Source: an optimization exercise on an open RTL-to-GDS flow (aim: small area, a short achievable clock period and few clock cycles). Production flows keep margins and buffers that such runs may drop. Where RTL was checked, it was by simulation tests only, not by an equivalence proof against the original.

==> flow/design.v <==
module kk7_comb_add (
    input  wire [31:0] y,
    input  wire        skip,
    input  wire        us,
    input  wire [8:0]  ueb,
    input  wire [27:0] um,
    output wire [31:0] r
);
    integer i;
    wire        ys    = y[31];
    wire [7:0]  yf    = y[30:23];
    wire        y_sp  = &yf;                        
    wire        y_nan = y_sp && (y[22:0] != 23'd0);
    wire        y_nz  = (yf != 8'd0);
    wire [8:0]  yeb   = {1'b0, yf[7:1], yf[0] | !y_nz};
    wire [27:0] ym    = {y_nz, y[22:0], 4'b0000};
    wire        eff_sub = us ^ ys;
    wire [9:0]  d1    = {1'b0, ueb} - {1'b0, yeb};
    wire [9:0]  d2    = {1'b0, yeb} - {1'b0, ueb};
    wire        dneg  = d1[9];                      
    wire        d0    = (d1 == 10'd0);
    wire        swap0 = d0 && eff_sub && (ym > um);
    wire [27:0] m_b   = dneg ? ym : um;             
    wire [27:0] m_s   = dneg ? um : ym;             
    wire [8:0]  e_big = dneg ? yeb : ueb;
    wire        s_r   = (dneg || swap0) ? ys : us;
    wire [9:0]  dab   = dneg ? d2 : d1;
    wire [4:0]  sh    = (dab[9:5] != 5'd0) ? 5'd31 : dab[4:0];
    wire [30:0] s_sh  = {m_s, 3'b000} >> sh;
    reg  [27:0] lowmask;
    always @* begin
        for (i = 0; i < 28; i = i + 1)
            lowmask[i] = ({27'd0, sh} >= i + 3);
    end
    wire        jam   = |(m_s & lowmask);
    wire [31:0] b_w   = {1'b0, m_b, 3'b000};
    wire [31:0] s_w   = {1'b0, s_sh[30:1], jam};
    wire [32:0] t_c   = {b_w, 1'b1} + {s_w ^ {32{eff_sub}}, eff_sub && !swap0};
    wire [31:0] sum   = t_c[32:1] ^ {32{swap0}};
    reg  [31:0] lim;
    always @* begin
        for (i = 0; i < 32; i = i + 1)
            lim[i] = (e_big == 9'd31 - i);
    end
    wire [31:0] sum_l = sum | lim;
    reg  [4:0]  lz;
    always @* begin
        lz = 5'd0;
        for (i = 0; i < 32; i = i + 1)
            if (sum_l[i]) lz = 5'd31 - i[4:0];
    end
    wire [31:0] nrm  = sum << lz;
    wire [23:0] mant = nrm[31:8];
    wire        inc  = nrm[7] & ((|nrm[6:0]) | mant[0]);
    wire [9:0]  fld0 = {1'b0, e_big} - {5'd0, lz} + {9'd0, mant[23]};
    wire [32:0] pk   = {fld0, mant[22:0]} + {32'd0, inc};
    wire        ovf  = (fld0 >= 10'd255) || ((fld0 == 10'd254) && inc && (&mant[22:0]));
    wire        zero = (sum == 32'd0);
    wire        pass = skip || y_sp;
    wire [31:0] r_sp = (skip || !y_nan) ? y : 32'h7FC0_0000;
    wire [31:0] r_nm = zero ? 32'h0000_0000 :
                       ovf  ? {s_r, 8'hFF, 23'd0} : {s_r, pk[30:0]};
    assign r = pass ? r_sp : r_nm;
endmodule
module kk7_combiner (
    input  wire         clk,
    input  wire         rst,
    input  wire         in_valid,
    output wire         in_ready,
    input  wire [31:0]  in_y,        
    input  wire         in_acc,      
    input  wire         in_ofmt,     
    input  wire         in_align,    
    input  wire         in_nan,      
    input  wire [199:0] in_s,        
    input  wire [63:0]  in_code,     
    input  wire [79:0]  in_ea,       
    output wire         out_valid,
    input  wire         out_ready,
    output wire [31:0]  out_y,
    output wire         out_ovf      
);
    integer i;
    reg        busy;        
    reg  [7:1] rem;         
    reg        rdy;         
    reg  [1:0] pend;        
    wire codes_equal = (in_code[15:8]  == in_code[7:0]) && (in_code[23:16] == in_code[7:0]) &&
                       (in_code[31:24] == in_code[7:0]) && (in_code[39:32] == in_code[7:0]) &&
                       (in_code[47:40] == in_code[7:0]) && (in_code[55:48] == in_code[7:0]) &&
                       (in_code[63:56] == in_code[7:0]);
    wire in_fused = in_align && codes_equal && (in_code[7:0] != 8'h00) && (in_code[7:0] != 8'hFF);
    reg  any_ff;
    reg  [7:0] act;
    always @* begin
        any_ff = in_nan;
        for (i = 0; i < 8; i = i + 1)
            any_ff = any_ff | (in_code[8*i +: 8] == 8'hFF);
        for (i = 0; i < 8; i = i + 1)
            act[i] = (in_code[8*i +: 8] != 8'h00) && (in_s[25*i +: 25] != 25'd0);
    end
    wire [7:1] rem_low  = rem & ~(rem - 7'd1);    
    wire [7:1] rem_rest = rem & (rem - 7'd1);
    wire       rem_many = (rem_rest != 7'd0);
    wire first  = !busy && in_valid;
    wire accept = busy && rdy;                     
    wire fetch  = first || (busy && (rem_many || rdy));
    wire [7:0] act_e   = any_ff ? 8'd0 : act;
    wire [7:0] act_low = act_e & ~(act_e - 8'd1);
    wire [7:0] sel = busy ? {rem_low, 1'b0} : act_low;    
    wire       j_real = busy ? (rem != 7'd0) : (act_e != 8'd0);    
    wire       deliver = out_valid && out_ready;
    wire [7:1] rem_nx  = first ? (act_e[7:1] & ~act_low[7:1]) :
                         (busy && rem_many) ? rem_rest :
                         accept ? 7'd0 : rem;
    wire       busy_nx = first || (busy && !accept);
    wire [1:0] pend_nx = pend + {1'b0, accept} - {1'b0, deliver};
    reg        fused_q;     
    reg  [10:0] x0;         
    always @(posedge clk) begin
        if (rst) begin
            busy <= 1'b0;
            rem  <= 7'd0;
            rdy  <= 1'b0;
            pend <= 2'd0;
        end else begin
            busy <= busy_nx;
            rem  <= rem_nx;
            rdy  <= busy && !accept && (!rem_many || ((rem_rest & (rem_rest - 7'd1)) == 7'd0)) &&
                    !pend_nx[1];
            pend <= pend_nx;
        end
        if (first) begin
            fused_q <= in_fused;
            x0      <= $signed({3'b000, in_code[7:0]}) - 11'sd127 + $signed({in_ea[9], in_ea[9:0]});
        end
    end
    assign in_ready = rdy;
    reg [24:0] s_sel;
    reg [7:0]  code_sel;
    reg [9:0]  ea_sel;
    always @* begin
        s_sel = 25'd0; code_sel = 8'd0; ea_sel = 10'd0;
        for (i = 0; i < 8; i = i + 1) begin
            s_sel    = s_sel    | (in_s[25*i +: 25] & {25{sel[i]}});
            code_sel = code_sel | (in_code[8*i +: 8] & {8{sel[i]}});
            ea_sel   = ea_sel   | (in_ea[10*i +: 10] & {10{sel[i]}});
        end
    end
    reg        t_v, t_first, t_last, t_real, t_fused, t_ofmt, t_nan;
    reg [24:0] t_s;
    reg [7:0]  t_code;
    reg [9:0]  t_ea;
    always @(posedge clk) begin
        if (rst) begin
            t_v <= 1'b0; t_first <= 1'b0; t_last <= 1'b0;
        end else begin
            t_v     <= fetch;
            t_first <= first;
            t_last  <= accept;
        end
        t_real  <= fetch && j_real;
        t_fused <= first ? in_fused : fused_q;
        t_ofmt  <= in_ofmt;
        t_nan   <= any_ff;
        t_s     <= s_sel;
        t_code  <= code_sel;
        t_ea    <= ea_sel;
    end
    reg  [27:0] acc;        
    wire signed [10:0] x_j = $signed({3'b000, t_code}) - 11'sd127 + $signed({t_ea[9], t_ea});
    wire [27:0] s_ext   = t_real ? {{3{t_s[24]}}, t_s} : 28'd0;
    wire [27:0] acc_nx  = (t_first ? 28'd0 : acc) + s_ext;
    wire [27:0] val     = t_fused ? acc_nx : s_ext;
    wire signed [10:0] x = t_fused ? x0 : x_j;
    wire        emit    = t_v && (t_fused ? t_last : (t_real && t_code != 8'h00));
    always @(posedge clk) begin
        acc <= acc_nx;
    end
    wire        p_sign = val[27];
    wire [27:0] p_mag  = p_sign ? -val : val;
    wire signed [11:0] p_q = $signed({x[10], x}) + 12'sd153;
    wire        p_neg  = p_q[11];
    reg  [27:0] p_lim;
    always @* begin
        for (i = 0; i < 28; i = i + 1)
            p_lim[i] = (p_q == 27 - i);
    end
    wire [27:0] p_ml   = p_mag | p_lim;
    reg  [4:0]  p_lz;
    always @* begin
        p_lz = 5'd0;
        for (i = 0; i < 28; i = i + 1)
            if (p_ml[i]) p_lz = 5'd27 - i[4:0];
    end
    wire [4:0]  p_rs   = (p_q < -12'sd31) ? 5'd31 : -p_q[4:0];
    wire [4:0]  p_rot  = p_neg ? -p_rs : p_lz;       
    reg  [31:0] p_rv [0:5];
    integer k;
    always @* begin
        p_rv[0] = {4'b0000, p_mag};
        for (k = 0; k < 5; k = k + 1)
            p_rv[k+1] = p_rot[k] ? ((p_rv[k] << (1 << k)) | (p_rv[k] >> (32 - (1 << k)))) : p_rv[k];
    end
    reg  [31:0] p_wrap;
    always @* begin
        for (i = 0; i < 32; i = i + 1)
            p_wrap[i] = p_neg && ({27'd0, p_rs} >= 32 - i);
    end
    wire        p_jam  = |(p_rv[5] & p_wrap);
    wire [27:0] p_m    = (p_rv[5][27:0] & ~p_wrap[27:0]) | {27'd0, p_jam};
    wire signed [12:0] p_eb = $signed({{2{x[10]}}, x}) + 13'sd154 - $signed({8'd0, p_lz});
    wire [8:0]  p_e    = p_neg ? 9'd1 : (p_eb > 13'sd256) ? 9'd256 : p_eb[8:0];
    reg        u_skip, u_last, u_sign, u_ofmt, u_nan;
    reg [8:0]  u_eb;
    reg [27:0] u_m;
    always @(posedge clk) begin
        if (rst) begin
            u_skip <= 1'b1; u_last <= 1'b0;
        end else begin
            u_skip <= !emit || (val == 28'd0);
            u_last <= t_v && t_last;
        end
        u_sign <= p_sign;
        u_eb   <= p_e;
        u_m    <= p_m;
        u_ofmt <= t_ofmt;
        u_nan  <= t_nan;
    end
    reg  [31:0] y;
    wire [31:0] y_nx;
    kk7_comb_add u_add (
        .y    (y),
        .skip (u_skip),
        .us   (u_sign),
        .ueb  (u_eb),
        .um   (u_m),
        .r    (y_nx)
    );
    reg        r_v, r_ofmt, r_nan;
    reg [31:0] r_y;
    reg        o_v, o_ovf;
    reg [31:0] o_y;
    wire       o_free = !o_v || out_ready;
    always @(posedge clk) begin
        if (t_v && t_first)
            y <= in_acc ? in_y : 32'h0000_0000;
        else
            y <= y_nx;
        if (rst) begin
            r_v <= 1'b0;
            o_v <= 1'b0;
        end else begin
            r_v <= u_last || (r_v && !o_free);
            o_v <= r_v || (o_v && !out_ready);
        end
        if (u_last) begin
            r_y    <= y_nx;
            r_ofmt <= u_ofmt;
            r_nan  <= u_nan;
        end
        if (r_v && o_free) begin
            o_y   <= res;
            o_ovf <= ovf;
        end
    end
    wire        y_is_nan = (r_y[30:23] == 8'hFF) && (r_y[22:0] != 23'd0);
    wire [15:0] bf_rnd   = r_y[31:16] + {15'd0, r_y[15] & ((|r_y[14:0]) | r_y[16])};
    wire [15:0] bf       = y_is_nan ? 16'h7FC0 : bf_rnd;
    wire [31:0] res      = r_nan  ? (r_ofmt ? 32'h0000_7FC0 : 32'h7FC0_0000) :
                           r_ofmt ? {16'h0000, bf} : r_y;
    wire        ovf      = r_ofmt ? (res[14:0] == 15'h7F80) : (res[30:0] == 31'h7F80_0000);
    assign out_valid = o_v;
    assign out_y     = o_y;
    assign out_ovf   = o_ovf;
endmodule
clock: 38.0 ns
lec_check: 0
abc_area: 1
cap_margin: 20
core_margin: 2
core_utilization: 40
slew_margin: 20
standard.sh (not shown) runs the stock make flow with config.mk's settings and CLKGATE_MAP_FILE= SYNTH_SCRIPT=/design/flow/synth_recipe.tcl, a recipe that flattens the netlist after the stock synthesis.
==> flow/flow/run.sh <==
#!/bin/bash
# Standard layout, with timing repair asked to aim well below the clock period.
bash standard.sh SETUP_SLACK_MARGIN=26 finish > standard.log 2>&1
Edit:
--- a/flow/design.v
+++ b/flow/design.v
@@ -92,10 +92,10 @@
     wire in_fused = in_align && codes_equal && (in_code[7:0] != 8'h00) && (in_code[7:0] != 8'hFF);
     reg  any_ff;
-    reg  [7:0] act;
+    reg  [7:1] act;
     always @* begin
         any_ff = in_nan;
         for (i = 0; i < 8; i = i + 1)
             any_ff = any_ff | (in_code[8*i +: 8] == 8'hFF);
-        for (i = 0; i < 8; i = i + 1)
+        for (i = 1; i < 8; i = i + 1)
             act[i] = (in_code[8*i +: 8] != 8'h00) && (in_s[25*i +: 25] != 25'd0);
     end
@@ -106,10 +106,8 @@
     wire accept = busy && rdy;                     
     wire fetch  = first || (busy && (rem_many || rdy));
-    wire [7:0] act_e   = any_ff ? 8'd0 : act;
-    wire [7:0] act_low = act_e & ~(act_e - 8'd1);
-    wire [7:0] sel = busy ? {rem_low, 1'b0} : act_low;    
-    wire       j_real = busy ? (rem != 7'd0) : (act_e != 8'd0);    
+    wire [7:0] sel = busy ? {rem_low, 1'b0} : 8'd1;    
+    wire       j_real = first || (rem != 7'd0);    
     wire       deliver = out_valid && out_ready;
-    wire [7:1] rem_nx  = first ? (act_e[7:1] & ~act_low[7:1]) :
+    wire [7:1] rem_nx  = first ? (any_ff ? 7'd0 : act) :
                          (busy && rem_many) ? rem_rest :
                          accept ? 7'd0 : rem;
@@ -117,5 +115,4 @@
     wire [1:0] pend_nx = pend + {1'b0, accept} - {1'b0, deliver};
     reg        fused_q;     
-    reg  [10:0] x0;         
     always @(posedge clk) begin
         if (rst) begin
@@ -131,8 +128,5 @@
             pend <= pend_nx;
         end
-        if (first) begin
-            fused_q <= in_fused;
-            x0      <= $signed({3'b000, in_code[7:0]}) - 11'sd127 + $signed({in_ea[9], in_ea[9:0]});
-        end
+        if (first) fused_q <= in_fused;
     end
     assign in_ready = rdy;
@@ -169,12 +163,14 @@
     end
     reg  [27:0] acc;        
+    reg  [10:0] x0;         
     wire signed [10:0] x_j = $signed({3'b000, t_code}) - 11'sd127 + $signed({t_ea[9], t_ea});
     wire [27:0] s_ext   = t_real ? {{3{t_s[24]}}, t_s} : 28'd0;
     wire [27:0] acc_nx  = (t_first ? 28'd0 : acc) + s_ext;
     wire [27:0] val     = t_fused ? acc_nx : s_ext;
-    wire signed [10:0] x = t_fused ? x0 : x_j;
+    wire signed [10:0] x = (t_fused && !t_first) ? x0 : x_j;
     wire        emit    = t_v && (t_fused ? t_last : (t_real && t_code != 8'h00));
     always @(posedge clk) begin
         acc <= acc_nx;
+        if (t_first) x0 <= x_j;
     end
     wire        p_sign = val[27];
Effect:
- The new run passed the timing, DRC and antenna checks
- cell count came out lower by a few percent
- via count came out lower by a few percent
- synthesized cell count came out lower by a few percent
- routed wire length came out lower by a few percent
- global-route usage came out lower by 1.3 points
- design area came out lower by a few percent
- setup slack gains 0.67 ns
- register-to-register slack gains 0.09 ns
- clock skew came out lower by 0.0081 ns
- flip-flop and latch count does not change
Testbench counts after the change, summed over its fixed seeds: cycles 32,572.
Function not checked in the first run of this note: the RTL went through the layout flow alone.

-- port drivers added, routing unchanged --
No port has a modelled driver above. Below, the same layouts with a new extraction and two added sets of constraints.
Step 1 (the two cells are an assumption about what drives the block):
set clk [get_ports {clk}]
set_driving_cell -lib_cell sky130_fd_sc_hd__clkbuf_16 $clk
set_driving_cell -lib_cell sky130_fd_sc_hd__buf_2 [delete_from_list [all_inputs] $clk]
Step 2 moves the port delays by t, midway between the first and last clock arrival at a register: inputs arrive t later, outputs are due t later. That takes back most of the time a late clock gives input paths.
Three values: ideal, step 1, step 2; two values: the first two.
| run | t, ns | slack for setup (ns) | worst hold slack (ns) | worst register clock-pin slew, ns |
|---|---|---|---|---|
| the first run | 0.627 | 26.261 / 26.291 / 25.664 | 0.331 / 0.331 / 0.331 | 0.06 / 0.06 |
| the second run | 0.620 | 26.932 / 26.932 / 26.932 | 0.348 / 0.348 / 0.348 | 0.07 / 0.07 |
After both steps every run listed still meets setup and hold. For the first run, which loses most, drivers alone change the setup slack by +0.030 ns; drivers and shift together by -0.597 ns.
